What follows belongs to an exercise in optimizing a design on an open flow for small area and a short achievable clock period; a production flow would make more cautious choices. In this exercise RTL edits were held to simulation tests only and were not proved equivalent to the original. Power and IR drop assume default switching activity.

--- design/flow/design.v ---
module ck_crc_bank (
    input  wire        clk,
    input  wire        rst_n,      
    input  wire        req,        
    input  wire        we,         
    input  wire [7:0]  addr,       
    input  wire [31:0] wdata,
    input  wire [3:0]  wstrb,      
    output wire        rvalid,     
    output wire [31:0] rdata
);
    reg [2:0]  cfg_poly [0:7];
    reg        cfg_finv [0:7];
    reg        cfg_refl [0:7];
    reg [31:0] val      [0:7];
    reg        s_rd;                   
    reg        s_rv, s_rc;             
    reg        s_inv0, s_inv1, s_inv2;  
    reg        s_wcfg, s_wval;         
    reg        s_f32, s_f16, s_f8, s_seed;
    reg [7:0]  s_u;                    
    reg [31:0] s_w;                    
    reg [31:0] s_cv;                   
    reg [2:0]  s_cp;                   
    reg        s_cf, s_cr;
    reg        s_n32, s_n16, s_n8;
    reg        s_r16, s_r32;
    reg        s_w8, s_w16;
    reg        s_fany;
    wire [2:0] unit = addr[7:5];
    wire [2:0] rsel = addr[4:2];
    wire wr = req && we && (wstrb == 4'hF);
    wire rd = req && !we;
    integer k;
    wire        any_w = s_wcfg | s_wval | s_f32 | s_f16 | s_f8;
    wire [31:0] nval;                  
    wire [7:0]  dec   = 8'b1 << unit;
    wire [7:0]  vstal = s_u & {8{any_w}};
    wire [7:0]  cstal = s_u & {8{s_wcfg}};
    reg  [31:0] a_v;
    reg  [2:0]  a_p;
    reg         a_f, a_r;
    always @* begin
        a_v = (|(dec & vstal)) ? nval : 32'h0;
        a_p = (|(dec & cstal)) ? s_w[4:2] : 3'b0;
        a_f = (|(dec & cstal)) && s_w[1];
        a_r = (|(dec & cstal)) && s_w[0];
        for (k = 0; k < 8; k = k + 1) begin
            if (dec[k] && !vstal[k])
                a_v = a_v | val[k];
            if (dec[k] && !cstal[k]) begin
                a_p = a_p | cfg_poly[k];
                a_f = a_f | cfg_finv[k];
                a_r = a_r | cfg_refl[k];
            end
        end
    end
    wire a_w8  = a_p[2];
    wire a_w16 = a_p[1] & a_p[0];
    wire a_inv = rd && rsel == 3'd2 && a_f;
    always @(posedge clk) begin
        s_u  <= dec;
        s_w  <= wdata;
        s_cv <= a_v;
        s_cp <= a_p;
        s_cf <= a_f;
        s_cr <= a_r;
        s_n32 <= !a_r && !a_w8 && !a_w16;
        s_n16 <= !a_r && a_w16;
        s_n8  <= !a_r && a_w8;
        s_r16 <= a_r && !a_w8;
        s_r32 <= a_r && !a_w8 && !a_w16;
        s_w8  <= a_w8;
        s_w16 <= a_w16;
        if (!rst_n) begin
            s_rd <= 1'b0; s_rv <= 1'b0; s_rc <= 1'b0;
            s_inv0 <= 1'b0; s_inv1 <= 1'b0; s_inv2 <= 1'b0;
            s_wcfg <= 1'b0; s_wval <= 1'b0;
            s_f32 <= 1'b0; s_f16 <= 1'b0; s_f8 <= 1'b0; s_seed <= 1'b0; s_fany <= 1'b0;
        end else begin
            s_rd   <= rd;
            s_rv   <= rd && (rsel == 3'd1 || rsel == 3'd2);
            s_rc   <= rd && rsel == 3'd0;
            s_inv0 <= a_inv;
            s_inv1 <= a_inv && !a_w8;
            s_inv2 <= a_inv && !a_w8 && !a_w16;
            s_wcfg <= wr && rsel == 3'd0 && wdata[4:2] <= 3'b100;
            s_wval <= wr && rsel == 3'd1;
            s_f32  <= wr && (rsel == 3'd3 || rsel == 3'd4);
            s_f16  <= wr && rsel == 3'd5;
            s_f8   <= wr && rsel == 3'd6;
            s_fany <= wr && (rsel == 3'd3 || rsel == 3'd4 || rsel == 3'd5 || rsel == 3'd6);
            s_seed <= rsel == 3'd3;
        end
    end
    assign rvalid = s_rd;
    assign rdata  = ({32{s_rv}} & (s_cv ^ {{16{s_inv2}}, {8{s_inv1}}, {8{s_inv0}}}))
                  | ({32{s_rc}} & {27'b0, s_cp, s_cf, s_cr});
    function [31:0] rev32;
        input [31:0] x;
        integer i;
        for (i = 0; i < 32; i = i + 1) rev32[i] = x[31-i];
    endfunction
    wire [31:0] cv = s_cv;
    wire [2:0]  cp = s_cp;
    wire        cr = s_cr;
    wire w8  = s_w8;
    wire w16 = s_w16;
    wire [31:0] cmask = w8 ? 32'h0000_00FF : (w16 ? 32'h0000_FFFF : 32'hFFFF_FFFF);
    wire [31:0] cin = ({32{s_cr}} & rev32(cv)) | ({32{s_n32}} & cv)
                    | ({32{s_n16}} & {cv[15:0], 16'b0}) | ({32{s_n8}} & {cv[7:0], 24'b0});
    wire [31:0] w_bs  = {s_w[7:0], s_w[15:8], s_w[23:16], s_w[31:24]};
    wire [31:0] dord  = s_seed ? s_w : w_bs;
    wire [31:0] drev  = rev32({dord[7:0], dord[15:8], dord[23:16], dord[31:24]});
    wire [31:0] dfull = cr ? drev : dord;
    wire [31:0] dmask = s_f8 ? 32'hFF00_0000 : (s_f16 ? 32'hFFFF_0000 : 32'hFFFF_FFFF);
    wire [31:0] t = cin ^ (dfull & dmask);
    wire [31:0] u = s_f8 ? {24'b0, t[31:24]} : (s_f16 ? {16'b0, t[31:16]} : t);
    wire [31:0] lower = s_f8 ? {t[23:0], 8'b0} : (s_f16 ? {t[15:0], 16'b0} : 32'b0);
    wire ps0 = ((cp[1:0]==2'd0));
    wire ps1 = ((cp[1:0]==2'd1));
    wire ps2 = ((cp[1:0]==2'd0) | (cp[1:0]==2'd1));
    wire ps3 = ((cp[1:0]==2'd2));
    wire ps4 = ((cp[1:0]==2'd0) | (cp[1:0]==2'd2));
    wire ps5 = ((cp[1:0]==2'd1) | (cp[1:0]==2'd2));
    wire ps6 = ((cp[1:0]==2'd0) | (cp[1:0]==2'd1) | (cp[1:0]==2'd2));
    wire ps7 = ((cp[1:0]==2'd3));
    wire ps8 = ((cp[1:0]==2'd0) | (cp[1:0]==2'd3));
    wire ps9 = ((cp[1:0]==2'd1) | (cp[1:0]==2'd3));
    wire ps10 = ((cp[1:0]==2'd0) | (cp[1:0]==2'd1) | (cp[1:0]==2'd3));
    wire ps11 = ((cp[1:0]==2'd2) | (cp[1:0]==2'd3));
    wire ps12 = ((cp[1:0]==2'd0) | (cp[1:0]==2'd2) | (cp[1:0]==2'd3));
    wire ps13 = ((cp[1:0]==2'd1) | (cp[1:0]==2'd2) | (cp[1:0]==2'd3));
    wire ps14 = ((cp==3'd0));
    wire ps15 = ((cp==3'd0) | (cp==3'd1));
    wire ps16 = ((cp==3'd0) | (cp==3'd2));
    wire ps17 = ((cp==3'd1) | (cp==3'd2));
    wire ps18 = ((cp==3'd0) | (cp==3'd1) | (cp==3'd2));
    wire ps19 = ((cp==3'd0) | (cp==3'd3));
    wire ps20 = ((cp==3'd0) | (cp==3'd1) | (cp==3'd3));
    wire ps21 = ((cp==3'd0) | (cp==3'd2) | (cp==3'd3));
    wire ps22 = ((cp==3'd1) | (cp==3'd2) | (cp==3'd3));
    wire ps23 = ((cp==3'd0) | (cp==3'd1) | (cp==3'd2) | (cp==3'd3));
    wire ps24 = ((cp==3'd4));
    wire ps25 = ((cp==3'd1) | (cp==3'd4));
    wire ps26 = ((cp==3'd1) | (cp==3'd2) | (cp==3'd4));
    wire ps27 = ((cp==3'd0) | (cp==3'd1) | (cp==3'd2) | (cp==3'd4));
    wire ps28 = ((cp==3'd3) | (cp==3'd4));
    wire ps29 = ((cp==3'd0) | (cp==3'd3) | (cp==3'd4));
    wire ps30 = ((cp==3'd1) | (cp==3'd3) | (cp==3'd4));
    wire ps31 = ((cp==3'd1) | (cp==3'd2) | (cp==3'd3) | (cp==3'd4));
    wire ps32 = ((cp==3'd3));
    wire ps33 = ((cp==3'd0) | (cp==3'd4));
    wire ps34 = ((cp==3'd0) | (cp==3'd1) | (cp==3'd4));
    wire ps35 = ((cp==3'd0) | (cp==3'd2) | (cp==3'd4));
    wire ps36 = ((cp==3'd0) | (cp==3'd1) | (cp==3'd3) | (cp==3'd4));
    wire ps37 = ((cp==3'd0) | (cp==3'd2) | (cp==3'd3) | (cp==3'd4));
    wire ps38 = ((cp==3'd2));
    wire ps39 = ((cp==3'd1) | (cp==3'd3));
    wire ps40 = ((cp==3'd2) | (cp==3'd3));
    wire ps41 = ((cp==3'd2) | (cp==3'd4));
    wire ps42 = ((cp==3'd2) | (cp==3'd3) | (cp==3'd4));
    wire ps43 = ((cp==3'd1));
    wire [31:0] r;
    assign r[0] = lower[0] ^ (ps0 & (u[4] ^ u[5] ^ u[8] ^ u[18] ^ u[21] ^ u[27])) ^ (ps1 & (u[2] ^ u[3] ^ u[13] ^ u[20] ^ u[22])) ^ (ps2 & (u[7] ^ u[17] ^ u[23])) ^ (ps3 & (u[10] ^ u[29])) ^ (ps4 & (u[16] ^ u[30] ^ u[31])) ^ (ps5 & (u[24])) ^ (u[0] ^ u[6] ^ u[9] ^ u[12] ^ u[25] ^ u[26] ^ u[28]);
    assign r[1] = lower[1] ^ (ps0 & (u[5] ^ u[19] ^ u[26] ^ u[31])) ^ (ps1 & (u[2] ^ u[4] ^ u[14] ^ u[20] ^ u[21])) ^ (ps2 & (u[8] ^ u[10] ^ u[18] ^ u[22] ^ u[29])) ^ (ps3 & (u[11] ^ u[16])) ^ (ps4 & (u[7] ^ u[13] ^ u[24])) ^ (ps5 & (u[0] ^ u[12])) ^ (u[1] ^ u[6] ^ u[9] ^ u[17] ^ u[27] ^ u[28]);
    assign r[2] = lower[2] ^ (ps0 & (u[23] ^ u[27] ^ u[28])) ^ (ps1 & (u[5] ^ u[12] ^ u[15] ^ u[21])) ^ (ps2 & (u[10] ^ u[11] ^ u[19] ^ u[20] ^ u[25] ^ u[29])) ^ (ps3 & (u[13] ^ u[16] ^ u[31])) ^ (ps4 & (u[2] ^ u[7] ^ u[8] ^ u[9] ^ u[14])) ^ (ps5 & (u[0] ^ u[1] ^ u[17] ^ u[24] ^ u[26])) ^ (u[6] ^ u[18] ^ u[30]);
    assign r[3] = lower[3] ^ (ps0 & (u[24] ^ u[28] ^ u[29])) ^ (ps1 & (u[6] ^ u[13] ^ u[16] ^ u[22])) ^ (ps2 & (u[11] ^ u[12] ^ u[20] ^ u[21] ^ u[26] ^ u[30])) ^ (ps3 & (u[14] ^ u[17])) ^ (ps4 & (u[3] ^ u[8] ^ u[9] ^ u[10] ^ u[15])) ^ (ps5 & (u[1] ^ u[2] ^ u[18] ^ u[25] ^ u[27])) ^ (u[7] ^ u[19] ^ u[31]);
    assign r[4] = lower[4] ^ (ps0 & (u[10] ^ u[13] ^ u[16] ^ u[22])) ^ (ps1 & (u[14])) ^ (ps2 & (u[9] ^ u[21] ^ u[27])) ^ (ps3 & (u[2] ^ u[3] ^ u[15] ^ u[18])) ^ (ps4 & (u[4] ^ u[11] ^ u[12] ^ u[20] ^ u[29] ^ u[30])) ^ (ps5 & (u[0] ^ u[6] ^ u[19] ^ u[24])) ^ (u[8] ^ u[25] ^ u[31]);
    assign r[5] = lower[5] ^ (ps0 & (u[11] ^ u[12] ^ u[14] ^ u[17] ^ u[23] ^ u[30] ^ u[31])) ^ (ps1 & (u[15] ^ u[25])) ^ (ps2 & (u[9] ^ u[22] ^ u[26])) ^ (ps3 & (u[0] ^ u[3] ^ u[4] ^ u[6] ^ u[19] ^ u[24] ^ u[29])) ^ (ps4 & (u[5] ^ u[13] ^ u[21])) ^ (ps5 & (u[1] ^ u[7] ^ u[20])) ^ (u[10] ^ u[28]);
    assign r[6] = lower[6] ^ (ps0 & (u[15] ^ u[26])) ^ (ps1 & (u[3] ^ u[12] ^ u[27])) ^ (ps2 & (u[0] ^ u[9] ^ u[10] ^ u[13] ^ u[16] ^ u[17] ^ u[24] ^ u[28])) ^ (ps3 & (u[1] ^ u[2])) ^ (ps4 & (u[4] ^ u[5] ^ u[14] ^ u[30])) ^ (ps5 & (u[6] ^ u[20])) ^ (u[7] ^ u[8] ^ u[11] ^ u[21] ^ u[22] ^ u[25] ^ u[29]);
    assign r[7] = lower[7] ^ (ps0 & (u[9] ^ u[12] ^ u[17] ^ u[26] ^ u[27] ^ u[31])) ^ (ps1 & (u[4] ^ u[20])) ^ (ps2 & (u[1] ^ u[6] ^ u[11] ^ u[14] ^ u[18] ^ u[30])) ^ (ps3 & (u[7] ^ u[28])) ^ (ps4 & (u[5] ^ u[15] ^ u[16] ^ u[22] ^ u[23] ^ u[25])) ^ (ps5 & (u[0] ^ u[2] ^ u[3] ^ u[21] ^ u[24])) ^ (u[8] ^ u[10] ^ u[29]);
    assign r[8] = lower[8] ^ (ps0 & (u[13] ^ u[24])) ^ (ps1 & (u[7] ^ u[9] ^ u[30])) ^ (ps2 & (u[2] ^ u[5] ^ u[15] ^ u[19] ^ u[21] ^ u[25])) ^ (ps3 & (u[17] ^ u[23] ^ u[28])) ^ (ps4 & (u[0] ^ u[8] ^ u[10])) ^ (ps5 & (u[1] ^ u[3] ^ u[12] ^ u[22] ^ u[31])) ^ (u[4] ^ u[11]);
    assign r[9] = lower[9] ^ (ps0 & (u[0] ^ u[7] ^ u[14] ^ u[17] ^ u[21] ^ u[27] ^ u[28] ^ u[30])) ^ (ps1 & (u[6] ^ u[10] ^ u[16] ^ u[26])) ^ (ps2 & (u[3] ^ u[8] ^ u[20] ^ u[22] ^ u[31])) ^ (ps3 & (u[9] ^ u[24] ^ u[29])) ^ (ps4 & (u[1] ^ u[11] ^ u[18])) ^ (ps5 & (u[2] ^ u[5] ^ u[12] ^ u[13])) ^ (u[4] ^ u[23]);
    assign r[10] = lower[10] ^ (ps0 & (u[1] ^ u[6] ^ u[7] ^ u[15] ^ u[17] ^ u[24] ^ u[30])) ^ (ps1 & (u[4] ^ u[11] ^ u[12] ^ u[20] ^ u[21])) ^ (ps2 & (u[22] ^ u[25] ^ u[27])) ^ (ps3 & (u[3] ^ u[9] ^ u[13] ^ u[31])) ^ (ps4 & (u[16] ^ u[19] ^ u[29])) ^ (ps5 & (u[5] ^ u[14] ^ u[28])) ^ (u[0] ^ u[2] ^ u[26]);
    assign r[11] = lower[11] ^ (ps0 & (u[6])) ^ (ps1 & (u[7] ^ u[29])) ^ (ps2 & (u[2] ^ u[5] ^ u[21])) ^ (ps3 & (u[14] ^ u[16] ^ u[26] ^ u[28] ^ u[31])) ^ (ps4 & (u[3] ^ u[4] ^ u[12])) ^ (ps5 & (u[15] ^ u[17] ^ u[24] ^ u[25] ^ u[27])) ^ (u[0] ^ u[1] ^ u[9] ^ u[20]);
    assign r[12] = lower[12] ^ (ps0 & (u[7])) ^ (ps1 & (u[8] ^ u[16] ^ u[25] ^ u[26] ^ u[28])) ^ (ps2 & (u[3] ^ u[10] ^ u[22])) ^ (ps3 & (u[0] ^ u[9] ^ u[12] ^ u[15] ^ u[17] ^ u[24] ^ u[27] ^ u[31])) ^ (ps4 & (u[4] ^ u[5] ^ u[13])) ^ (ps5 & (u[18] ^ u[30])) ^ (u[1] ^ u[2] ^ u[6] ^ u[21]);
    assign r[13] = lower[13] ^ (ps0 & (u[0] ^ u[12] ^ u[21] ^ u[30])) ^ (ps1 & (u[4] ^ u[23] ^ u[29])) ^ (ps2 & (u[9] ^ u[11] ^ u[17] ^ u[26] ^ u[27])) ^ (ps3 & (u[1] ^ u[5] ^ u[6] ^ u[10] ^ u[13])) ^ (ps4 & (u[14] ^ u[16] ^ u[18] ^ u[25] ^ u[28])) ^ (ps5 & (u[7] ^ u[19])) ^ (u[2] ^ u[3] ^ u[22] ^ u[31]);
    assign r[14] = lower[14] ^ (ps0 & (u[0] ^ u[1] ^ u[9] ^ u[13] ^ u[16] ^ u[21] ^ u[22] ^ u[25])) ^ (ps1 & (u[12] ^ u[18] ^ u[24] ^ u[27] ^ u[28])) ^ (ps2 & (u[5] ^ u[10] ^ u[30])) ^ (ps3 & (u[2] ^ u[11] ^ u[14] ^ u[17] ^ u[26])) ^ (ps4 & (u[6] ^ u[7] ^ u[15] ^ u[19] ^ u[29])) ^ (ps5 & (u[4] ^ u[20] ^ u[23])) ^ (u[3] ^ u[8]);
    assign r[15] = lower[15] ^ (ps0 & (u[1] ^ u[6] ^ u[10] ^ u[14])) ^ (ps1 & (u[0] ^ u[19] ^ u[29])) ^ (ps2 & (u[2] ^ u[11] ^ u[17] ^ u[22] ^ u[23] ^ u[26] ^ u[31])) ^ (ps3 & (u[15] ^ u[18] ^ u[24] ^ u[27])) ^ (ps4 & (u[8] ^ u[9] ^ u[16] ^ u[30])) ^ (ps5 & (u[3] ^ u[5] ^ u[12] ^ u[21])) ^ (u[4] ^ u[7] ^ u[20]);
    assign r[16] = lower[16] ^ (ps0 & (u[3] ^ u[10] ^ u[15] ^ u[23] ^ u[31])) ^ (ps1 & (u[1] ^ u[25])) ^ (ps2 & (u[2] ^ u[7] ^ u[9] ^ u[18])) ^ (ps3 & (u[13] ^ u[29])) ^ (ps4 & (u[24])) ^ (ps5 & (u[30])) ^ (ps6 & (u[5] ^ u[17] ^ u[21])) ^ (ps7 & (u[20])) ^ (ps8 & (u[11])) ^ (ps9 & (u[28])) ^ (ps10 & (u[27])) ^ (ps11 & (u[19] ^ u[22])) ^ (ps12 & (u[12])) ^ (ps13 & (u[0] ^ u[4] ^ u[26])) ^ (u[8]);
    assign r[17] = lower[17] ^ (ps0 & (u[3] ^ u[4] ^ u[11] ^ u[16])) ^ (ps1 & (u[0] ^ u[7] ^ u[17])) ^ (ps2 & (u[8] ^ u[10] ^ u[19] ^ u[24])) ^ (ps3 & (u[14] ^ u[30])) ^ (ps4 & (u[6] ^ u[22])) ^ (ps5 & (u[31])) ^ (ps6 & (u[18] ^ u[25])) ^ (ps7 & (u[21])) ^ (ps8 & (u[28])) ^ (ps9 & (u[29])) ^ (ps10 & (u[12])) ^ (ps12 & (u[9])) ^ (ps13 & (u[1] ^ u[5] ^ u[20] ^ u[23] ^ u[27])) ^ (u[13]);
    assign r[18] = lower[18] ^ (ps0 & (u[0] ^ u[16] ^ u[27])) ^ (ps1 & (u[1] ^ u[9] ^ u[25])) ^ (ps2 & (u[8] ^ u[11] ^ u[18] ^ u[20])) ^ (ps3 & (u[7] ^ u[15] ^ u[23])) ^ (ps4 & (u[31])) ^ (ps5 & (u[26])) ^ (ps6 & (u[19])) ^ (ps7 & (u[22])) ^ (ps8 & (u[29])) ^ (ps10 & (u[13] ^ u[30])) ^ (ps12 & (u[10])) ^ (ps13 & (u[2] ^ u[24])) ^ (u[6] ^ u[14] ^ u[21] ^ u[28]);
    assign r[19] = lower[19] ^ (ps0 & (u[1] ^ u[4] ^ u[5] ^ u[18] ^ u[26])) ^ (ps1 & (u[10] ^ u[13] ^ u[17] ^ u[21] ^ u[28])) ^ (ps2 & (u[0] ^ u[6] ^ u[19])) ^ (ps4 & (u[8] ^ u[16] ^ u[20])) ^ (ps5 & (u[24])) ^ (ps6 & (u[27])) ^ (ps7 & (u[30])) ^ (ps9 & (u[31])) ^ (ps10 & (u[14] ^ u[23])) ^ (ps11 & (u[3] ^ u[7])) ^ (ps12 & (u[11] ^ u[22] ^ u[25])) ^ (u[15] ^ u[29]);
    assign r[20] = lower[20] ^ (ps0 & (u[19] ^ u[20])) ^ (ps1 & (u[3] ^ u[6] ^ u[11] ^ u[13] ^ u[14] ^ u[29])) ^ (ps2 & (u[0] ^ u[1] ^ u[2] ^ u[18])) ^ (ps3 & (u[21] ^ u[28])) ^ (ps4 & (u[25])) ^ (ps5 & (u[9] ^ u[17])) ^ (ps8 & (u[24] ^ u[31])) ^ (ps10 & (u[15])) ^ (ps12 & (u[4] ^ u[8])) ^ (ps13 & (u[12] ^ u[16] ^ u[23] ^ u[26] ^ u[30]));
    assign r[21] = lower[21] ^ (ps0 & (u[21])) ^ (ps1 & (u[7] ^ u[14] ^ u[15] ^ u[30])) ^ (ps2 & (u[1] ^ u[2] ^ u[3])) ^ (ps3 & (u[29])) ^ (ps5 & (u[10] ^ u[18] ^ u[27])) ^ (ps7 & (u[0] ^ u[8] ^ u[11] ^ u[28])) ^ (ps8 & (u[20] ^ u[25])) ^ (ps9 & (u[4] ^ u[12])) ^ (ps10 & (u[16] ^ u[19])) ^ (ps11 & (u[22])) ^ (ps12 & (u[5] ^ u[9] ^ u[26])) ^ (ps13 & (u[13] ^ u[17] ^ u[24] ^ u[31]));
    assign r[22] = lower[22] ^ (ps0 & (u[7] ^ u[22] ^ u[30])) ^ (ps1 & (u[4] ^ u[15])) ^ (ps2 & (u[2] ^ u[3] ^ u[8] ^ u[28])) ^ (ps3 & (u[24])) ^ (ps4 & (u[0])) ^ (ps5 & (u[11] ^ u[19])) ^ (ps6 & (u[16] ^ u[31])) ^ (ps7 & (u[1] ^ u[6] ^ u[21])) ^ (ps8 & (u[10])) ^ (ps9 & (u[13] ^ u[17])) ^ (ps10 & (u[5] ^ u[20] ^ u[25])) ^ (ps11 & (u[26] ^ u[27] ^ u[29])) ^ (ps12 & (u[9] ^ u[12] ^ u[23])) ^ (ps13 & (u[14])) ^ (u[18]);
    assign r[23] = lower[23] ^ (ps0 & (u[25])) ^ (ps1 & (u[4])) ^ (ps2 & (u[3] ^ u[5] ^ u[12])) ^ (ps3 & (u[31])) ^ (ps4 & (u[0] ^ u[1])) ^ (ps5 & (u[9] ^ u[17] ^ u[20])) ^ (ps6 & (u[16] ^ u[29])) ^ (ps7 & (u[2] ^ u[22])) ^ (ps8 & (u[7] ^ u[10] ^ u[11] ^ u[24] ^ u[28] ^ u[30])) ^ (ps9 & (u[14] ^ u[21])) ^ (ps10 & (u[18])) ^ (ps12 & (u[13] ^ u[27])) ^ (ps13 & (u[6] ^ u[15] ^ u[26])) ^ (u[19]);
    assign r[24] = lower[24] ^ (ps14 & (u[26])) ^ (ps15 & (u[4] ^ u[6] ^ u[13])) ^ (ps16 & (u[1] ^ u[2])) ^ (ps17 & (u[18])) ^ (ps18 & (u[17])) ^ (ps19 & (u[29])) ^ (ps20 & (u[19])) ^ (ps21 & (u[14] ^ u[28])) ^ (ps22 & (u[16])) ^ (ps23 & (u[20])) ^ (ps24 & (u[0] ^ u[9] ^ u[24])) ^ (ps25 & (u[5])) ^ (ps26 & (u[10] ^ u[21])) ^ (ps27 & (u[30])) ^ (ps28 & (u[3] ^ u[23])) ^ (ps29 & (u[8] ^ u[11] ^ u[12] ^ u[25] ^ u[31])) ^ (ps30 & (u[15] ^ u[22])) ^ (ps31 & (u[7] ^ u[27]));
    assign r[25] = lower[25] ^ (ps14 & (u[25])) ^ (ps15 & (u[14])) ^ (ps16 & (u[2])) ^ (ps17 & (u[11] ^ u[18] ^ u[19] ^ u[22] ^ u[31])) ^ (ps32 & (u[9] ^ u[12] ^ u[24])) ^ (ps20 & (u[20] ^ u[23])) ^ (ps21 & (u[29])) ^ (ps23 & (u[8] ^ u[17])) ^ (ps24 & (u[1] ^ u[27])) ^ (ps33 & (u[0])) ^ (ps25 & (u[5] ^ u[7])) ^ (ps34 & (u[6])) ^ (ps35 & (u[3])) ^ (ps28 & (u[26] ^ u[30])) ^ (ps29 & (u[4] ^ u[13])) ^ (ps36 & (u[16])) ^ (ps37 & (u[15])) ^ (ps31 & (u[21])) ^ (u[28]);
    assign r[26] = lower[26] ^ (ps15 & (u[8])) ^ (ps38 & (u[20])) ^ (ps17 & (u[19] ^ u[26])) ^ (ps32 & (u[5])) ^ (ps19 & (u[27])) ^ (ps39 & (u[13])) ^ (ps40 & (u[22])) ^ (ps21 & (u[31])) ^ (ps22 & (u[18])) ^ (ps24 & (u[11])) ^ (ps33 & (u[1] ^ u[12])) ^ (ps25 & (u[2])) ^ (ps34 & (u[15])) ^ (ps41 & (u[4])) ^ (ps35 & (u[6] ^ u[23])) ^ (ps27 & (u[0] ^ u[3] ^ u[28])) ^ (ps28 & (u[9] ^ u[16] ^ u[17] ^ u[30])) ^ (ps29 & (u[14])) ^ (ps30 & (u[21])) ^ (ps36 & (u[29])) ^ (ps42 & (u[10])) ^ (ps37 & (u[24])) ^ (u[25]);
    assign r[27] = lower[27] ^ (ps14 & (u[12])) ^ (ps43 & (u[3])) ^ (ps38 & (u[7])) ^ (ps16 & (u[5] ^ u[24])) ^ (ps17 & (u[20])) ^ (ps32 & (u[10] ^ u[28])) ^ (ps19 & (u[6] ^ u[15] ^ u[31])) ^ (ps39 & (u[14] ^ u[22] ^ u[30])) ^ (ps40 & (u[11] ^ u[25])) ^ (ps22 & (u[19])) ^ (ps33 & (u[0] ^ u[2] ^ u[8] ^ u[13])) ^ (ps25 & (u[9] ^ u[16])) ^ (ps35 & (u[21])) ^ (ps26 & (u[4])) ^ (ps27 & (u[1] ^ u[27] ^ u[29])) ^ (ps29 & (u[17] ^ u[18])) ^ (ps37 & (u[23])) ^ (ps31 & (u[26]));
    assign r[28] = lower[28] ^ (ps15 & (u[13])) ^ (ps38 & (u[20])) ^ (ps17 & (u[6] ^ u[25])) ^ (ps18 & (u[12] ^ u[21] ^ u[26])) ^ (ps32 & (u[16] ^ u[29])) ^ (ps19 & (u[23])) ^ (ps39 & (u[7] ^ u[15])) ^ (ps20 & (u[0] ^ u[4] ^ u[31])) ^ (ps21 & (u[8])) ^ (ps33 & (u[1] ^ u[14] ^ u[17] ^ u[19])) ^ (ps25 & (u[9] ^ u[10])) ^ (ps34 & (u[3])) ^ (ps35 & (u[2])) ^ (ps26 & (u[30])) ^ (ps27 & (u[5] ^ u[27])) ^ (ps28 & (u[18])) ^ (ps42 & (u[28])) ^ (u[22] ^ u[24]);
    assign r[29] = lower[29] ^ (ps14 & (u[15])) ^ (ps43 & (u[10] ^ u[11])) ^ (ps15 & (u[14])) ^ (ps38 & (u[26])) ^ (ps16 & (u[13])) ^ (ps17 & (u[31])) ^ (ps18 & (u[3])) ^ (ps39 & (u[16] ^ u[17])) ^ (ps20 & (u[1])) ^ (ps21 & (u[23] ^ u[25])) ^ (ps33 & (u[18])) ^ (ps25 & (u[0] ^ u[12])) ^ (ps34 & (u[2] ^ u[4] ^ u[20])) ^ (ps41 & (u[7] ^ u[21])) ^ (ps35 & (u[6] ^ u[22] ^ u[28])) ^ (ps27 & (u[27])) ^ (ps28 & (u[19] ^ u[30])) ^ (ps30 & (u[8])) ^ (ps36 & (u[5] ^ u[24])) ^ (ps42 & (u[29])) ^ (u[9]);
    assign r[30] = lower[30] ^ (ps14 & (u[16])) ^ (ps43 & (u[0] ^ u[11])) ^ (ps15 & (u[15])) ^ (ps38 & (u[27])) ^ (ps16 & (u[14])) ^ (ps18 & (u[4])) ^ (ps32 & (u[17])) ^ (ps19 & (u[2])) ^ (ps39 & (u[18])) ^ (ps23 & (u[24] ^ u[26])) ^ (ps24 & (u[13])) ^ (ps33 & (u[3] ^ u[19])) ^ (ps25 & (u[1])) ^ (ps34 & (u[5] ^ u[21])) ^ (ps41 & (u[8])) ^ (ps35 & (u[28] ^ u[29])) ^ (ps26 & (u[22])) ^ (ps27 & (u[7] ^ u[23])) ^ (ps28 & (u[9] ^ u[31])) ^ (ps29 & (u[6] ^ u[25])) ^ (ps30 & (u[20])) ^ (ps42 & (u[30])) ^ (u[10]);
    assign r[31] = lower[31] ^ (ps14 & (u[17])) ^ (ps43 & (u[1] ^ u[12])) ^ (ps15 & (u[16])) ^ (ps38 & (u[28])) ^ (ps16 & (u[15])) ^ (ps18 & (u[5])) ^ (ps32 & (u[18])) ^ (ps19 & (u[3])) ^ (ps39 & (u[19])) ^ (ps23 & (u[25] ^ u[27])) ^ (ps24 & (u[14])) ^ (ps33 & (u[4] ^ u[20])) ^ (ps25 & (u[2])) ^ (ps34 & (u[6] ^ u[22])) ^ (ps41 & (u[9])) ^ (ps35 & (u[29] ^ u[30])) ^ (ps26 & (u[23])) ^ (ps27 & (u[8] ^ u[24])) ^ (ps28 & (u[10])) ^ (ps29 & (u[7] ^ u[26])) ^ (ps30 & (u[21])) ^ (ps42 & (u[31])) ^ (u[11]);
    wire [31:0] rr = rev32(r);
    wire [31:0] fold = ({{16{s_r32}}, {8{s_r16}}, {8{s_cr}}} & rr) | ({32{s_n32}} & r)
                     | ({32{s_n16}} & {16'b0, r[31:16]}) | ({32{s_n8}} & {24'b0, r[31:24]});
    wire [31:0] vmask_new = (s_w[4:2] == 3'b100) ? 32'h0000_00FF :
                            (s_w[4:2] == 3'b011) ? 32'h0000_FFFF : 32'hFFFF_FFFF;
    assign nval = ({32{s_wcfg}} & cv & vmask_new) | ({32{s_wval}} & s_w & cmask)
                | ({32{s_fany}} & fold);
    wire [31:0] vbus = nval | {32{!rst_n}};
    wire [4:0]  cbus = rst_n ? s_w[4:0] : 5'b000_11;
    always @(posedge clk) begin
        for (k = 0; k < 8; k = k + 1) begin
            if (!rst_n || (any_w && s_u[k]))
                val[k] <= vbus;
            if (!rst_n || (s_wcfg && s_u[k])) begin
                cfg_poly[k] <= cbus[4:2];
                cfg_finv[k] <= cbus[1];
                cfg_refl[k] <= cbus[0];
            end
        end
    end
endmodule
--- design/flow/flow/run.sh ---
#!/bin/bash
# Layout: the standard flow (standard synthesis included), run with the
# extra ORFS make variables listed in flow/make_args.txt: a setup margin for
# the resizer so that it sizes the netlist for a shorter achieved period, and
# the port buffer cell. Clock, constraints and scripts are unchanged.
set -euo pipefail
mapfile -t ARGS < <(grep -v '^#' flow/make_args.txt | grep -v '^$')
bash standard.sh "${ARGS[@]}" finish > flow_make.log 2>&1
--- design/flow/flow/make_args.txt ---
SETUP_SLACK_MARGIN=22
MATCH_CELL_FOOTPRINT=0
BUFFER_PORTS_ARGS=-buffer_cell sky130_fd_sc_hd__buf_2
--- design/flow/standard.sh ---
#!/bin/bash
# synth_recipe.tcl (not shown) runs the flow's synth.tcl, then flattens the netlist and writes it again
# the make line also repeats each setting of config.mk as NAME=value (left out here)
make -C /OpenROAD-flow-scripts/flow DESIGN_CONFIG=/design/flow/config.mk WORK_HOME=/design/flow/orfs CLKGATE_MAP_FILE= SYNTH_SCRIPT=/design/flow/synth_recipe.tcl "${@:-finish}"
--- design/flow/config.mk ---
export PLATFORM = sky130hd
export DESIGN_NAME = ck_crc_bank
export DESIGN_NICKNAME = ck_crc_bank
export VERILOG_FILES = /design/flow/design.v
export SDC_FILE = /design/flow/constraint.sdc
export NUM_CORES = 4
export LEC_CHECK = 0
export CAP_MARGIN = 20
export CORE_MARGIN = 2
export CORE_UTILIZATION = 40
export CTS_BUF_LIST = sky130_fd_sc_hd__clkbuf_4
export CTS_CLUSTER_SIZE = 20
export SLEW_MARGIN = 20
--- design/flow/constraint.sdc ---
create_clock -name core_clock -period 30.0 [get_ports {clk}]
set_input_delay 6.0000 -clock core_clock [delete_from_list [all_inputs] [get_ports {clk}]]
set_output_delay 6.0000 -clock core_clock [all_outputs]
set_load 0.01 [all_outputs]
==> results of run 1 <==
[path summary, 6_finish.rpt]
check	start	endpoint	slack [ns]	depth (start not counted)
max	s_cv[21]	rdata[21]	22.03	3
min	val[1][24]	s_cv[24]	0.45	2
max reg2reg	s_f8	val[7][5]	22.51	14
min reg2reg	val[1][24]	s_cv[24]	0.45	2
[critical path, cell delays in order, from the launching register on]
cell     delay (ns)
dfxtp_1        0.58
xor2_2         0.30
and2_1         0.17
buf_2          0.12
[cell type report]
cell class,count,share of cell area [%]
diodes,4,0.03356
repair buffers,150,3.197
inverters,29,0.3650
well taps,873,3.662
clock inverters,34,0.7887
flip-flops and latches,392,36.34
multi-input cells,1930,51.97
clock buffers,145,3.650
[placed cells by master (no fill, tap or decap), types with 31 or more instances in the layout]
master,Yosys,routed
nand3_1,31,31
clkbuf_4,0,146
buf_4,9,68
xnor3_1,87,87
a221oi_1,51,50
o21ai_0,50,50
a22oi_1,115,115
nand2_1,251,242
dfxtp_1,96,78
a22o_1,68,68
nor2_1,183,181
a21oi_1,83,75
xnor2_1,414,414
edfxtp_1,296,296
a222oi_1,34,34
and2_1,47,47
buf_2,32,78
xor2_1,116,115
[power breakdown]
| group | total (uW) | internal (uW) | switching [uW] |
|---|---|---|---|
| combinational | 2700 | 1110 | 1590 |
| sequential | 663 | 623 | 40.2 |
| clock | 465 | 249 | 216 |
| total | 3820 | 1980 | 1840 |
[through the flow]
stage	utilization [%]	instance area, um^2	setup slack (ns)
global placement	42.38	28410	21.54
global route	44.48	29820	22.03
detailed placement	42.41	28430	21.51
floorplan	-	27060	22.00
CTS	44.42	29780	21.97
finish	44.49	29820	22.03
[cells by family (layout without fill, tap and decap cells)]
kind of cell,after synthesis,in the layout
compound gates,583,583
xor+xnor,629,629
fa+ha+maj,4,4
buf+inv,217,358
flops,392,392
mux,70,70
other cells,0,4
simple gates,644,644
[synthesized netlist by cell type, types with 13 or more instances]
cell | n | area share, %
a22oi_1 | 115 | 3.2
a222oi_1 | 34 | 1.3
o21a_1 | 17 | 0.47
o22ai_1 | 13 | 0.30
nand2b_1 | 21 | 0.49
a21oi_1 | 83 | 1.5
buf_2 | 32 | 0.59
dfxtp_1 | 96 | 7.1
mux2_2 | 15 | 0.63
a211o_1 | 14 | 0.45
a221oi_1 | 51 | 1.7
nor3_1 | 24 | 0.44
o2111ai_1 | 25 | 0.81
mux2i_1 | 30 | 1.1
nand3_1 | 31 | 0.57
xnor2_1 | 414 | 13
clkbuf_1 | 122 | 1.7
o21ai_0 | 50 | 0.93
edfxtp_1 | 296 | 33
mux4_2 | 22 | 1.8
xor2_1 | 116 | 3.8
nand2_1 | 251 | 3.5
inv_1 | 25 | 0.35
buf_1 | 19 | 0.26
nor2_1 | 183 | 2.5
or2_2 | 13 | 0.30
xnor3_1 | 87 | 7.3
and2_1 | 47 | 1.1
nand4_1 | 14 | 0.32
a22o_1 | 68 | 2.2
o211ai_1 | 19 | 0.53
[layer usage]
layer  track usage [%]  vias up  wire length (um)
met1             40.31    11007             43060
li1                  -     9529                 -
met5                 0        -                51
met3             6.805      379             11450
met4             19.56        6              7943
met2             47.23     1467             47940
[sequential cells by signal, indices dropped and copies added, names as in the netlist, 3 cells and up]
register  cells
cfg_poly     24
cfg_finv      8
s_cp          3
s_w          32
cfg_refl      8
s_u           8
s_cv         32
val         256
==> summary.txt, run 1 <==
* Status: no timing/DRC/antenna violations
* Syn Nets at around 2,600
* Crit Path Max Fanout at 4
* Avg Inst Size Synth at 10.64 um^2
* Synthesis-stage register bit count at about 390
* Vias per cell at between 6 and 7
* Initial antenna violation count at 6
* Slew margin rel. at approximately 17%
* Row count at 95
* Die Ht at approximately 260 um
* Avg WL per Cell at 31.05 um
* Hold Crit Class: reg2reg
* Post-Syn Area at roughly 0.027 mm^2
* Power Dens Cells at roughly 130 mW/mm^2
* Drt drc at 0
* Crit start category: register
* Area of the multi-input gates at between 0.015 and 0.02 mm^2
* CTS buffer count at 96
* Post-synthesis sequential area ratio at between 40% and 50%
* Number of synthesized flops with an enable pin at 296
* Post CTS Setup Buffer Count at 0
* Data arrival time of the critical path at 1.97 ns
* Simple logic cell fraction of the synthesized area at 10.83%
* Fin Setup TNS at 0 ns
* Max-cap violations at 0
* Tmin final at around 8 ns
* CP required at approximately 24 ns
* Final worst path period share at a little over a quarter
* RSZ-0062 raised after global routing: false
* Area grow syn2layout at 10.39%
* Via count at ~22,000
* Clock transition at path regs at approximately 0.07 ns
* Port bufs at 78
* Adder-cell area share of the yosys netlist at 0.1852%
* Complex-gate fraction of the synthesized area at about 16%
* DP HPWL at roughly 76,000 um
* Ys async rst share at 0%
* Clk latency of the worst-skew pair at approximately 0.87 ns
* Routed wire length at around 110,000 um
* Global-route wire length before repair at roughly 160,000 um
* Seq. cell area at roughly 0.011 mm^2
* Max VDD drop at 0.00008724 V
* Global placement routability congestion at 1.040
* Largest net degree at the start of global routing at 70
* Ys flop type: edfxtp_1
* Clock sink count at approximately 400
* Mux contribution to synthesized area at approximately 3.8%
* Number of global-route vias before repair at about 22,000
* Ys Warns at 5
* Initial Util at between 40% and 50%
* Initial DRC Count at 2,894
* Die area at around 0.07 mm^2
* Nets at roughly 2,700
* Fraction of layout cells with a size suffix above 1 at between 10% and 20%
* Setup Skew at 0.08369 ns
* Post-CTS Hold Fix Bufs at 0
* Largest family of logic cells by synthesized area: XOR/XNOR gates
* Post-Synth XOR/XNOR Area at roughly a quarter
* PostCTS Resize Cnt at 13
* Max frequency at 0.1254 GHz
* # fillers at 6,406
* Final setup viols at 0
* Global-route usage over all layers at 31.09%
* Root Buffer: clkbuf_4
* Floorplan Core Area at roughly 0.067 mm^2
* Syn Inst Count at between 2,000 and 3,000
* Bufs on Longest Clock Path at 3
* Post-route insts no fill at ~3,600
* Leak at 0.01131 uW
* Hold Slack at roughly 0.45 ns
* GRT overflow at 0
* CP Capture Type: primary output
* Final hold violations at 0
* IO Pins at between 80 and 90
* Slew @ Worst Pin at between 1 and 1.5 ns
* DRT antenna net count at 0
* Placed Instances at 3,372
* H-tree depth at 3
* Chip width at roughly 260 um
* Drt pass-1 iters at 10
* CTS tree: done
* Pwr Total at around 3800 uW
* Post-synthesis cell type count at 90
* Max Slew Vio Count at 0
* Critical path class: reg2out
==> run 2, diff against run 1 <==
==> design/flow/flow/make_args.txt (replaced) <==
SETUP_SLACK_MARGIN=22.4
MATCH_CELL_FOOTPRINT=0
BUFFER_PORTS_ARGS=-buffer_cell sky130_fd_sc_hd__buf_2
--- a/design/flow/config.mk
+++ b/design/flow/config.mk
@@ -9,5 +9,3 @@
 export CORE_MARGIN = 2
 export CORE_UTILIZATION = 40
-export CTS_BUF_LIST = sky130_fd_sc_hd__clkbuf_4
-export CTS_CLUSTER_SIZE = 20
 export SLEW_MARGIN = 20
==> run 2 against run 1 <==
Synthesized cell count unchanged. Clock skew decreased by 0.061 ns. Via count decreased by 1.8%. Clock power increased by 2%. Hold slack improved by 0.029 ns. Critical endpoint is now val[4][25]. Highest routed layer is now met4.
==> summary.txt, run 2 <==
* Die Ht at approximately 260 um
* Data arrival time of the critical path at around 7.6 ns
* Pint at roughly 2000 uW
* Initial DRC Count at between 2,000 and 3,000
* Syn Nets at 2,591
* Max reg flops at between 200 and 300
* Clock transition at path regs at around 0.06 ns
* CP Capture Type: register
* DRT antenna net count at 0
* Number of global-route vias before repair at approximately 21,000
* Area grow syn2layout at 10.98%
* Initial Util at between 40% and 50%
* Avg WL per Cell at between 30 and 40 um
* Clk latency of the worst-skew pair at 0.54 ns
* Bufs on Longest Clock Path at 3
* Top reg by flops: val
* Worst path bufs/invs at 2
* Crit start category: input pin
* Fin Setup TNS at 0 ns
* Area contributors post-synth: edfxtp_1, xnor2_1, xnor3_1, dfxtp_1, xor2_1
* Clock network power share at around 12%
* Most common cell after layout, fill and taps aside: xnor2_1
* RSZ-0062 raised after global routing: true
* Synthesis-stage register bit count at a little under 400
* CP max stage delay at around 0.83 ns
* CTS buffer count at 38
* Post-synthesis cell type count at 90
* Syn Inst Count at between 2,000 and 3,000
* Largest net degree at the start of global routing at 70
* Global-route wire length before repair at about 160,000 um
* Yosys top cell area share at 32.90%
* GRT overflow at 0
* CP required at 30.01 ns
* Top flop regs: val (256), s_cv (32), s_w (32)
* Post-synthesis sequential area ratio at roughly two fifths
* Status: no timing/DRC/antenna violations
* Port bufs at between 70 and 80
* Global-route usage over all layers at 31.37%
* Ys async rst share at 0%
* Floorplan Core Area at approximately 0.067 mm^2
* Hold Crit Class: reg2reg
* Row count at 95
* CTS tree: done
* Slew @ Worst Pin at between 1 and 1.5 ns
* Most frequent cells in the layout: xnor2_1, edfxtp_1, nand2_1
* Number of synthesized flops with an enable pin at 296
* Part of the power in registers at between 10% and 20%
* Root Buffer: clkbuf_16
* Yosys top cell by area: edfxtp_1
* Sw Pwr at 1856 uW
* Most frequent cell after synthesis: xnor2_1
* Ys flop type: edfxtp_1
* H-tree depth at 2
* Setup Skew at 0.02281 ns
* Slew margin rel. at between 10% and 20%
* Final setup viols at 0
* Final worst path period share at 25.35%
* # fillers at between 6,000 and 7,000
* Via count at 21,985
* Post-Syn Area at 0.02702 mm^2
* Comb pwr share at a little over two thirds
* Final hold violations at 0
* Vias per cell at ~6.4
* DP HPWL at just under 80,000 um
* Final instance area at approximately 0.03 mm^2
* Fraction of layout cells with a size suffix above 1 at between 10 and 15%
* Util after Layout at between 40 and 50%
* Post-route setup slack at roughly 22 ns
* Avg Inst Size Synth at 10.64 um^2
* Diode count at 0
* Tmin final at roughly 7.6 ns
* Global placement routability congestion at around 1.0
* Critical path's slowest cell: nand2_2
* Max Slew Vio Count at 0
* Routed wire length at approximately 110,000 um
* Drt pass-1 iters at 13
* Delay-heaviest family, CP: simple AND/OR/NAND/NOR gates
* Leak at ~0.011 uW
* Critical path class: in2reg
* Chip width at roughly 260 um
* Seq. cell area at between 0.01 and 0.015 mm^2
* Power Dens Cells at around 130 mW/mm^2
* Ys Warns at 5
* Setup slack after placement at around 22 ns
* Drt drc at 0
* IO Pins at 81
* Synth top cells by count: xnor2_1, edfxtp_1, nand2_1
* Max VDD drop at ~0.000086 V
* Max-cap violations at 0
* Initial antenna violation count at 1
* Crit Path Max Fanout at 53
* Clock sink count at 392
* Die area at 0.06964 mm^2
* Nets at approximately 2,600
* Switching part of the total at ~48%
* Cell Chain, Critical Path: buf_2 > buf_4 > nand2_2
* Max frequency at between 0.1 and 0.15 GHz
* Area of the multi-input gates at 0.01564 mm^2
* Area after DPL at 0.02852 mm^2
[run 2: final timing paths]
check | endpoint | slack (ns) | start | depth (start not counted)
max | val[4][25] | 22.39 | rst_n | 3
min reg2reg | s_cv[25] | 0.48 | val[4][25] | 2
min | s_cv[25] | 0.48 | val[4][25] | 2
max reg2reg | val[2][8] | 22.81 | s_seed | 14
[run 2: through the flow]
stage	total power [uW]	hold WS, ns	cells
global placement	3275	0.4602	3374
global route	3965	0.5122	3452
CTS	3770	0.4850	3447
floorplan	2427	0.4508	2539
detailed placement	3286	0.4747	3374
finish	3859	0.4755	3452
[run 2: power groups by stage]
stage	registers, uW	logic, uW	clock network, uW
3_5_place_dp	671	2610	0
3_3_place_gp	670	2610	0
6_report	663	2720	475
5_1_grt	664	2800	502
4_1_cts	660	2630	481
2_1_floorplan	648	1780	0
[run 2: cell families after synthesis]
| family | Yosys count | synth area share (%) |
|---|---|---|
| flops | 392 | 40.01 |
| xor+xnor | 629 | 25.38 |
| compound gates | 583 | 16.36 |
| fa+ha+maj | 4 | 0.1853 |
| buf+inv | 217 | 3.469 |
| mux | 70 | 3.770 |
| simple gates | 644 | 10.83 |
[run 2: routing by layer]
metal	up-vias	routed length [um]	global-route usage, %
li1	9348	-	-
met1	10880	43590	41.24
met2	1411	48640	47.65
met3	346	11220	6.012
met4	0	8431	19.75
met5	-	0	0
[run 2: final cells by class]
class | instances | area share, %
multi-input combinational | 1930 | 52.17
clock inverter | 21 | 0.5425
timing repair buffer | 158 | 3.414
inverter | 29 | 0.3631
tap | 873 | 3.643
sequential | 392 | 36.21
clock buffer | 49 | 3.656
[run 2: worst reg2reg max path: cells and delay by family, from the launching register on]
kind | cells | cell delay, ns
compound gates | 7 | 3.14
xor+xnor | 3 | 1.60
buf+inv | 1 | 0.25
flops | 1 | 0.96
mux | 1 | 0.46
simple gates | 2 | 0.45
[run 2: what timing repair did]
action | 4_1_cts | 5_1_grt
gates resized for setup | 24 | 29
endpoints found under the setup margin | 34 | 256
hold buffers | 0 | 0
buffers inserted | 3 | 5
pin swaps | 0 | 3
==> run 3, diff against run 2 <==
--- a/design/flow/config.mk
+++ b/design/flow/config.mk
@@ -9,3 +9,5 @@
 export CORE_MARGIN = 2
 export CORE_UTILIZATION = 40
+export CTS_BUF_LIST = sky130_fd_sc_hd__clkbuf_8
+export CTS_CLUSTER_SIZE = 25
 export SLEW_MARGIN = 20
==> run 3 against run 2 <==
Sequential cell count did not move. Sequential power barely moved. Cell area fell by 0.58%. Count of clock-buffer cells in the layout rose by 12. Clock power fell by 19%. Hold slack improved by 0.0041 ns. Register-to-register slack improved by 0.07 ns. Clock skew rose by 0.0056 ns. Maximum frequency fell by 0.38%. Combinational power barely moved. Wire length rose by 0.74%. Area after synthesis did not move. Critical endpoint is now rdata[21]. Largest power group unchanged.
==> summary.txt, run 3 <==
* GRT overflow at 0
* Crit Path Max Fanout at 4
* Max Slew Vio Count at 0
* Final setup viols at 0
* Yosys top cell area share at between 30 and 40%
* Critical path class: reg2out
* CTS tree: done
* Sw Pwr at between 1500 and 2000 uW
* Seq. cell area at 0.01087 mm^2
* Post-route setup slack at 22.37 ns
* Via count at around 22,000
* Post-synthesis sequential area ratio at between 40 and 50%
* # fillers at about 6,300
* Max VDD drop at 0.00008754 V
* Post-Synth XOR/XNOR Area at ~25%
* Tmin final at between 7 and 8 ns
* Routed wire length at between 100,000 and 150,000 um
* Syn Nets at roughly 2,600
* Synth top cells by count: xnor2_1, edfxtp_1, nand2_1
* Diode count at 0
* Clock transition at path regs at 0.07 ns
* Nets at around 2,600
* Fin Setup TNS at 0 ns
* Initial Util at ~40%
* Power Dens Cells at 127.1 mW/mm^2
* Mux contribution to synthesized area at under 10%
* Number of global-route vias before repair at ~21,000
* RSZ-0062 raised after global routing: true
* Top flop regs: val (256), s_cv (32), s_w (32)
* Number of synthesized flops with an enable pin at 296
* Global placement routability congestion at 1.001
* Row count at 95
* Floorplan Core Area at 0.06704 mm^2
* Max reg flops at 256
* Switching part of the total at between 40% and 50%
* Setup Skew at around 0.028 ns
* Final worst path period share at about a quarter
* Avg Inst Size Synth at roughly 11 um^2
* CTS buffer count at 56
* Root Buffer: clkbuf_8
* CP Capture Type: primary output
* Initial antenna violation count at 2
* Comb pwr share at just over 70%
* Data arrival time of the critical path at between 1.5 and 2 ns
* IO Pins at 81
* Die area at about 0.070 mm^2
* Area grow syn2layout at 10.34%
* Avg WL per Cell at roughly 32 um
* Vias per cell at between 6 and 7
* Simple logic cell fraction of the synthesized area at roughly 11%
* Global-route wire length before repair at approximately 160,000 um
* Final hold violations at 0
* Area after DPL at between 0.02 and 0.03 mm^2
* Clock sink count at 392
* Setup slack after placement at about 22 ns
* Post-Syn Area at ~0.027 mm^2
* Drt pass-1 iters at 6
* CP required at ~24 ns
* Fraction of layout cells with a size suffix above 1 at roughly 15%
* Initial DRC Count at approximately 3,000
* Crit start category: register
* Most common cell after layout, fill and taps aside: xnor2_1
* Final instance area at between 0.02 and 0.03 mm^2
* Ys Warns at 5
* Slew @ Worst Pin at roughly 1.2 ns
* Area of the multi-input gates at around 0.016 mm^2
* Drt drc at 0
* Clk latency of the worst-skew pair at between 0.6 and 0.7 ns
* Hold Crit Class: reg2reg
* Bufs on Longest Clock Path at 3
* Ys async rst share at 0%
* Max frequency at 0.1310 GHz
* Port bufs at just under 80
* Part of the power in registers at between 10% and 20%
* DRT antenna net count at 0
* Top reg by flops: val
* Global-route usage over all layers at roughly a third
* Complex-gate fraction of the synthesized area at approximately 16%
* H-tree depth at 2
* Syn Inst Count at between 2,000 and 3,000
* Yosys top cell by area: edfxtp_1
* Ys flop type: edfxtp_1
* Status: no timing/DRC/antenna violations
* Adder-cell area share of the yosys netlist at 0.1852%
* Clock network power share at around a tenth
* Chip width at around 260 um
* Max-cap violations at 0
* DP HPWL at a little under 80,000 um
* Area contributors post-synth: edfxtp_1, xnor2_1, xnor3_1, dfxtp_1, xor2_1
* Leak at between 0.01 and 0.015 uW
* Slew margin rel. at 20.49%
* Pint at between 1500 and 2000 uW
* Synthesis-stage register bit count at ~400
* Die Ht at between 200 and 300 um
* Most frequent cell after synthesis: xnor2_1
* Most frequent cells in the layout: xnor2_1, edfxtp_1, nand2_1
* Largest family of logic cells by synthesized area: XOR/XNOR gates
* Post-synthesis cell type count at 90
* Largest net degree at the start of global routing at between 60 and 70
-- run 3: changes by cell type in the layout (fill, tap and decap cells not counted), sizes merged --
cell / change
bufinv: -1
clkinvlp: -1
clkbuf: +12
buf: +1
inv: +23
-- run 3: metrics by stage --
stage / power (uW) / util, % / hold slack, ns / cells
3_3_place_gp: 3275 / 42.53 / 0.4602 / 3374
4_1_cts: 3686 / 44.33 / 0.4849 / 3482
2_1_floorplan: 2427 / - / 0.4508 / 2539
5_1_grt: 3890 / 44.47 / 0.5061 / 3486
3_5_place_dp: 3286 / 42.54 / 0.4747 / 3374
6_report: 3787 / 44.47 / 0.4796 / 3486
-- run 3: kinds of logic after synthesis --
group / after synthesis
adder cells (fa/ha/maj): 4
AO/OA/AOI/OAI: 583
flip-flops: 392
XOR/XNOR: 629
buffers and inverters: 217
multiplexers: 70
AND/OR/NAND/NOR: 644
-- run 3: power groups by stage --
stage	combinational [uW]	sequential (uW)	clock [uW]
6_report	2740	664	385
5_1_grt	2810	665	417
4_1_cts	2630	662	392
3_5_place_dp	2610	671	0
3_3_place_gp	2610	670	0
2_1_floorplan	1780	648	0
-- run 3: final timing paths --
path             start        end  slack [ns]  cells past startpoint
min reg2reg  val[4][7]    s_cv[7]        0.48                      2
max reg2reg       s_f8  val[2][8]       22.88                     15
min          val[4][7]    s_cv[7]        0.48                      2
max           s_cv[21]  rdata[21]       22.37                      3
-- run 3: cell type report --
cell class / instances / share of cell area, %
timing repair buffer: 159 / 3.584
sequential: 392 / 36.47
clock inverter: 42 / 0.6212
clock buffer: 61 / 2.816
multi-input combinational: 1930 / 52.48
inverter: 29 / 0.3652
tap: 873 / 3.664
-- run 3: per-layer routing --
metal / track usage, % / up-vias / part of all wire (%)
li1: - / 9384 / -
met1: 41.21 / 11053 / 39
met2: 47.65 / 1394 / 43
met3: 6.106 / 378 / 9.5
met4: 20.56 / 2 / 7.8
met5: 0 / - / 0.015
-- run 3: critical path, stage by stage (launching register included) --
cell and delay [ns]:
dfxtp_2 0.45, xor2_2 0.29, and2_1 0.18, buf_2 0.13
-- run 3: what timing repair did --
item	4_1_cts	5_1_grt
buffers inserted	3	4
endpoints found under the setup margin	32	35
pin swaps	0	3
gates resized for setup	45	14
cloned	2	0
hold buffers	0	0
==> run 4, diff against run 3 <==
==> design/flow/flow/make_args.txt (replaced) <==
SETUP_SLACK_MARGIN=22
MATCH_CELL_FOOTPRINT=0
BUFFER_PORTS_ARGS=-buffer_cell sky130_fd_sc_hd__buf_2
==> run 4 against run 3 <==
Hold slack got worse by 0.0047 ns. Sequential share of layout area barely moved. Setup slack got worse by 0.25 ns. Synthesized cell count stayed put. Non-clock buffer count decreased by 8. Combinational power is 2% lower. Sequential power barely moved. Maximum frequency decreased by 3.2%. Sequential cell count did not move. Wire length decreased by 2.0%. Clock skew increased by 0.0020 ns. Global-route usage down 0.56 points.
==> summary.txt, run 4 <==
* CP required at 24.00 ns
* Drt pass-1 iters at 8
* Root Buffer: clkbuf_8
* Yosys top cell by area: edfxtp_1
* Slew @ Worst Pin at 1.235 ns
* # fillers at approximately 6,400
* Floorplan Core Area at ~0.067 mm^2
* Clock transition at path regs at about 0.060 ns
* Number of global-route vias before repair at about 21,000
* Max VDD drop at roughly 0.000089 V
* Reg2reg setup slack at between 20 and 25 ns
* Util after Layout at ~44%
* Post CTS Setup Buffer Count at 0
* CP Capture Type: primary output
* Global placement routability congestion at ~1.0
* GRT Max-Usage Layer: met2
* Most common cell after layout, fill and taps aside: xnor2_1
* RSZ-0062 raised after global routing: false
* Leak at 0.01124 uW
* Global-route wire length before repair at approximately 160,000 um
* DP HPWL at approximately 76,000 um
* Vias per cell at around 6.3
* Setup Skew at 0.03042 ns
* Power Dens Cells at around 130 mW/mm^2
* Placed Instances at approximately 3,400
* Post-synthesis cell type count at 90
* Post-synthesis sequential area ratio at approximately two fifths
* Post-CTS Hold Fix Bufs at 0
* Synthesis-stage register bit count at 392
* Top reg by flops: val
* Number of synthesized flops with an enable pin at a little under 300
* Port bufs at between 70 and 80
* CTS buffer count at 60
* IO Pins at ~80
* Syn Nets at around 2,600
* Avg Inst Size Synth at 10.64 um^2
* Ys async rst share at 0%
* Most frequent cell after synthesis: xnor2_1
* Tmin final at about 8 ns
* Clock sink count at 392
* Initial Util at between 40% and 50%
* Top flop regs: val (256), s_cv (32), s_w (32)
* CTS tree: done
* Bufs on Longest Clock Path at 3
* Crit start category: register
* Setup slack after placement at 21.51 ns
* Final worst path period share at a little over a quarter
* Nets at around 2,600
* Initial DRC Count at between 2,000 and 3,000
* H-tree depth at 2
* Avg WL per Cell at 31.66 um
* Die area at between 0.06 and 0.07 mm^2
* Crit Path Max Fanout at 4
* Critical path class: reg2out
* Max reg flops at around 260
* Syn Inst Count at between 2,000 and 3,000
* Global-route usage over all layers at a little under a third
* Clk latency of the worst-skew pair at ~0.65 ns
* Post-route insts no fill at ~3,500
* Max frequency at between 0.1 and 0.15 GHz
* Area after DPL at 0.02843 mm^2
* Post-route setup slack at between 20 and 25 ns
* Initial antenna violation count at 2
* GRT overflow at 0
* Routed wire length at between 100,000 and 150,000 um
* Row count at 95
* Chip width at 263.9 um
* Post-Syn Area at approximately 0.027 mm^2
* Die Ht at 263.9 um
* Final setup viols at 0
* Area contributors post-synth: edfxtp_1, xnor2_1, xnor3_1, dfxtp_1, xor2_1
* Final hold violations at 0
* Max-cap violations at 0
* Ys flop type: edfxtp_1
* Final instance area at just under 0.03 mm^2
* Ys Warns at 5
* Area grow syn2layout at 9.707%
* Drt drc at 0
* Met1 global-route usage at about two fifths
* Hold Crit Class: reg2reg
* Grt met3 use at under 10%
* Grt met2 use at approximately 47%
* Status: no timing/DRC/antenna violations
* DRT antenna net count at 0
* Max Slew Vio Count at 0
* Most frequent cells in the layout: xnor2_1, edfxtp_1, nand2_1
* Fin Setup TNS at 0 ns
* Largest net degree at the start of global routing at 70
* Yosys top cell area share at approximately a third
* Fraction of layout cells with a size suffix above 1 at between 10% and 20%
* Data arrival time of the critical path at roughly 1.9 ns
* Via count at ~22,000
* Slew margin rel. at between 10% and 20%
* Synth top cells by count: xnor2_1, edfxtp_1, nand2_1
## run 4: changes by cell type in the layout (fill, tap and decap cells not counted), sizes merged
cell / change
clkbuf: +5
inv: +5
buf: -7
clkinv: +1
clkinvlp: -2
bufinv: +1
diode: +2
## run 4: final timing paths
path / start / endpoint / cells past startpoint
min reg2reg: val[3][30] / s_cv[30] / 2
max reg2reg: s_f8 / val[2][5] / 14
max: s_cv[21] / rdata[21] / 3
min: val[3][30] / s_cv[30] / 2
## run 4: report_power, final
group	switching, uW	internal [uW]
registers	39.9	623
clock network	206	214
logic	1590	1110
total	1830	1940
## run 4: area by class of cell
class / instances / area [um^2] / share of cell area (%)
Sequential cell: 392 / 10820 / 36.50
Antenna cell: 2 / 5.005 / 0.01689
Clock buffer: 67 / 922.1 / 3.111
Timing Repair Buffer: 151 / 964.7 / 3.255
Inverter: 29 / 108.9 / 0.3673
Tap cell: 873 / 1092 / 3.685
Clock inverter: 47 / 229.0 / 0.7725
Multi-Input combinational cell: 1930 / 15500 / 52.29
## run 4: cells by family after synthesis
logic type | share of synthesized area, %
AOI/OAI and AO/OA | 16.36
xor gates and xnor gates | 25.38
adders and majority gates | 0.1853
buffers and inverters | 3.469
DFF | 40.01
muxes | 3.770
and+or+nand+nor | 10.83
## run 4: timing repair
| item | CTS | global route |
|---|---|---|
| pin swaps | 0 | 0 |
| gates resized for setup | 3 | 3 |
| hold endpoints to repair | 0 | 0 |
| endpoints found under the setup margin | 32 | 4 |
## run 4: per-stage QoR
step	hold WS [ns]	power, uW
2_1_floorplan	0.4508	2427
3_3_place_gp	0.4664	3235
3_5_place_dp	0.4692	3252
4_1_cts	0.4645	3679
5_1_grt	0.5053	3877
6_report	0.4750	3776
## run 4: routing by layer
layer | wire [um] | part of all wire (%)
met1 | 43430 | 39
met2 | 47970 | 43
met3 | 11290 | 10
met4 | 7813 | 7.1
met5 | 13 | 0.012
## run 4: critical path, stage by stage, from the launching register on
cell	delay (ns)
dfxtp_1	0.55
xor2_1	0.38
and2_1	0.18
buf_2	0.12
==> run 5, diff against run 4 <==
==> design/flow/flow/make_args.txt (replaced) <==
SETUP_SLACK_MARGIN=22.8
MATCH_CELL_FOOTPRINT=0
BUFFER_PORTS_ARGS=-buffer_cell sky130_fd_sc_hd__buf_2
==> run 5 against run 4 <==
Largest cell class unchanged. Total power increased by 1.4%. Non-clock buffer count increased by 41. Critical path type unchanged. Sequential cell count unchanged. Utilization increased by 1.3 points. Still clean. Global-route usage increased by 0.34 points. Maximum frequency increased by 3.5%. Cell area increased by 2.9%. Cell count increased by 1.1%. Count of clock-buffer cells in the layout decreased by 1.
==> summary.txt, run 5 <==
* Status: no timing/DRC/antenna violations
* IO Pins at between 80 and 90
* Delay-heaviest family, CP: flip-flops
* Initial antenna violation count at 1
* CP Capture Type: primary output
* Crit path depth at 4
* Clock sink count at ~390
* # fillers at between 6,000 and 7,000
* Hold Crit Class: reg2reg
* DP HPWL at ~76,000 um
* Max VDD drop at about 0.000086 V
* Post-Syn Area at 0.02702 mm^2
* Fin Setup TNS at 0 ns
* Max Slew Vio Count at 0
* Crit start category: register
* Top reg by flops: val
* Row count at 95
* Area grow syn2layout at 12.84%
* Tmin final at 7.618 ns
* Crit Path Max Fanout at 10
* Area after DPL at between 0.02 and 0.03 mm^2
* Routed wire length at approximately 110,000 um
* CP max stage delay at approximately 0.39 ns
* Ys Warns at 5
* H-tree depth at 2
* Root Buffer: clkbuf_8
* Die Ht at around 260 um
* Final worst path period share at between 20% and 30%
* Initial DRC Count at 2,736
* Final hold violations at 0
* Yosys top cell by area: edfxtp_1
* Setup Skew at approximately 0.022 ns
* Global-route wire length before repair at roughly 160,000 um
* Port bufs at slightly below 80
* Max reg flops at around 260
* Clock transition at path regs at approximately 0.06 ns
* Ys flop type: edfxtp_1
* Slew margin rel. at roughly 16%
* CTS buffer count at 59
* WHS Path Cells at 2
* Final setup viols at 0
* Top flop regs: val (256), s_cv (32), s_w (32)
* Leak at between 0.01 and 0.015 uW
* Initial Util at between 40% and 50%
* Fraction of layout cells with a size suffix above 1 at ~17%
* CP required at 24.00 ns
* Syn Nets at between 2,000 and 3,000
* DRT antenna net count at 0
* Most frequent cells in the layout: xnor2_1, edfxtp_1, nand2_1
* Nets at ~2,700
* Vias per cell at 6.278
* Pwr Total at about 3800 uW
* Most common cell after layout, fill and taps aside: xnor2_1
* Area contributors post-synth: edfxtp_1, xnor2_1, xnor3_1, dfxtp_1, xor2_1
* Bufs on Longest Clock Path at 3
* R2r worst-path depth at 15
* Power Dens Cells at between 100 and 150 mW/mm^2
* GRT overflow at 0
* Post-synthesis cell type count at 90
* Floorplan Core Area at 0.06704 mm^2
* Yosys top cell area share at 32.90%
* Ys async rst share at 0%
* Avg WL per Cell at roughly 32 um
* Final instance area at between 0.03 and 0.04 mm^2
* Max-cap violations at 0
* Critical path's slowest cell: dfxtp_4
* Post-route insts no fill at approximately 3,500
* Syn Inst Count at 2,539
* Global placement routability congestion at 1.038
* Data arrival time of the critical path at approximately 1.6 ns
* Worst path bufs/invs at 2
* Largest net degree at the start of global routing at 67
* Number of synthesized flops with an enable pin at between 200 and 300
* Synthesis-stage register bit count at roughly 390
* Chip width at approximately 260 um
* Slew @ Worst Pin at about 1.3 ns
* CTS tree: done
* Critical path class: reg2out
* Die area at 0.06964 mm^2
* Drt drc at 0
* Clk latency of the worst-skew pair at roughly 0.64 ns
* Placed Instances at around 3,400
* Synth top cells by count: xnor2_1, edfxtp_1, nand2_1
* Max frequency at roughly 0.13 GHz
* Avg Inst Size Synth at ~11 um^2
* Via count at ~22,000
* Drt pass-1 iters at 6
* Number of global-route vias before repair at ~21,000
* Post-CTS Hold Fix Bufs at 0
* Post-synthesis sequential area ratio at 40.01%
* Global-route usage over all layers at between 30 and 40%
* Cell Chain, Critical Path: buf_12 > xor2_1 > and2_1 > buf_2
* Most frequent cell after synthesis: xnor2_1
* RSZ-0062 raised after global routing: true
run 5: changes by cell type in the layout (fill, tap and decap cells not counted), moves of 10 or more:
cell / before / now
dfxtp_2: 4 / 17
dfxtp_4: 1 / 24
dfxtp_1: 91 / 55
a21oi_1: 73 / 63
buf_4: 68 / 102
run 5: power by group:
part | internal (uW) | switching, uW | total (uW)
sequential | 624 | 36.9 | 661
clock | 221 | 209 | 430
combinational | 1120 | 1620 | 2740
total | 1960 | 1860 | 3830
run 5: cell families after synthesis:
kind of cell / count (synthesis) / share of synthesized area [%]
xor+xnor: 629 / 25.38
simple gates: 644 / 10.83
buf+inv: 217 / 3.469
flops: 392 / 40.01
compound gates: 583 / 16.36
mux: 70 / 3.770
fa+ha+maj: 4 / 0.1853
run 5: routing by layer:
| layer | global-route usage (%) | vias to the layer above | share of wire (%) |
|---|---|---|---|
| met5 | 0 | - | 0.0089 |
| met4 | 21.61 | 2 | 7.9 |
| met3 | 7.448 | 357 | 10 |
| met2 | 46.55 | 1409 | 43 |
| met1 | 40.21 | 10921 | 39 |
| li1 | - | 9465 | - |
run 5: worst register-to-register path, delay by kind of cell (launching register included):
family                    cells  cell delay [ns]
AOI/OAI and AO/OA             5             2.16
and+or+nand+nor               3             0.89
DFF                           1             0.31
xor gates and xnor gates      5             2.32
buffers and inverters         2             1.02
run 5: layout make-up:
class,count,area [um^2],share of cell area [%]
Multi-Input combinational cell,1930,15790,51.78
Sequential cell,392,10920,35.82
Timing Repair Buffer,192,1403,4.601
Tap cell,873,1092,3.583
Clock buffer,66,908.4,2.980
Clock inverter,46,260.3,0.8537
Inverter,29,112.6,0.3694
Antenna cell,1,2.502,0.008208
run 5: what timing repair did:
item	in CTS	in global routing
pin swaps	30	27
resized for setup	91	32
setup endpoints to repair	75	46
buffers inserted	32	7
cloned	2	0
run 5: worst paths after layout:
kind / startpoint / to / slack, ns
worst max-delay path: s_inv2 / rdata[28] / 22.38
worst min-delay path: val[4][1] / s_cv[1] / 0.48
worst max register to register: s_f8 / val[4][3] / 22.97
worst min register to register: val[4][1] / s_cv[1] / 0.48
run 5: per-stage QoR:
stage	utilization [%]	setup WS, ns	hold WS, ns
after floorplan	-	22.30	0.4508
after global placement	42.58	21.83	0.4679
after detailed placement	42.58	21.82	0.4723
after CTS	45.13	22.34	0.4864
after global routing	45.47	22.29	0.5035
final	45.48	22.38	0.4829

==> static timing again, ports no longer ideal <==
In the flow no input, the clock included, has a driving cell. The finished layouts below were timed again as built, in two steps. Step 1: set_driving_cell puts a clkbuf_16 on clk and a buf_2 on each other input, an assumption about the parent block. Step 2 times the ports against the registers' clock, not the clock port: input delays grow and output delays shrink by t, the midpoint of the rising clock arrivals with the driver on. Slacks: ideal ports / drivers / drivers and shift; pairs: ideal ports / drivers.
| run | t, ns | slack for setup (ns) | hold WS [ns] | worst setup path after step 2 |
|---|---|---|---|---|
| run 1 | 0.875 | 22.028 / 21.982 / 21.358 | 0.447 / 0.447 / 0.447 | input to register |
| run 2 | 0.585 | 22.394 / 22.373 / 21.837 | 0.475 / 0.475 / 0.475 | input to register |
| run 3 | 0.653 | 22.365 / 22.313 / 21.806 | 0.480 / 0.480 / 0.480 | input to register |
| run 4 | 0.687 | 22.117 / 22.068 / 21.459 | 0.475 / 0.475 / 0.475 | input to register |
| run 5 | 0.679 | 22.382 / 22.333 / 22.009 | 0.483 / 0.483 / 0.483 | input to register |
After both steps setup and hold are still met in every run listed. The setup slack of run 1, which loses most, moves by -0.046 ns with the drivers and by -0.670 ns with both steps.
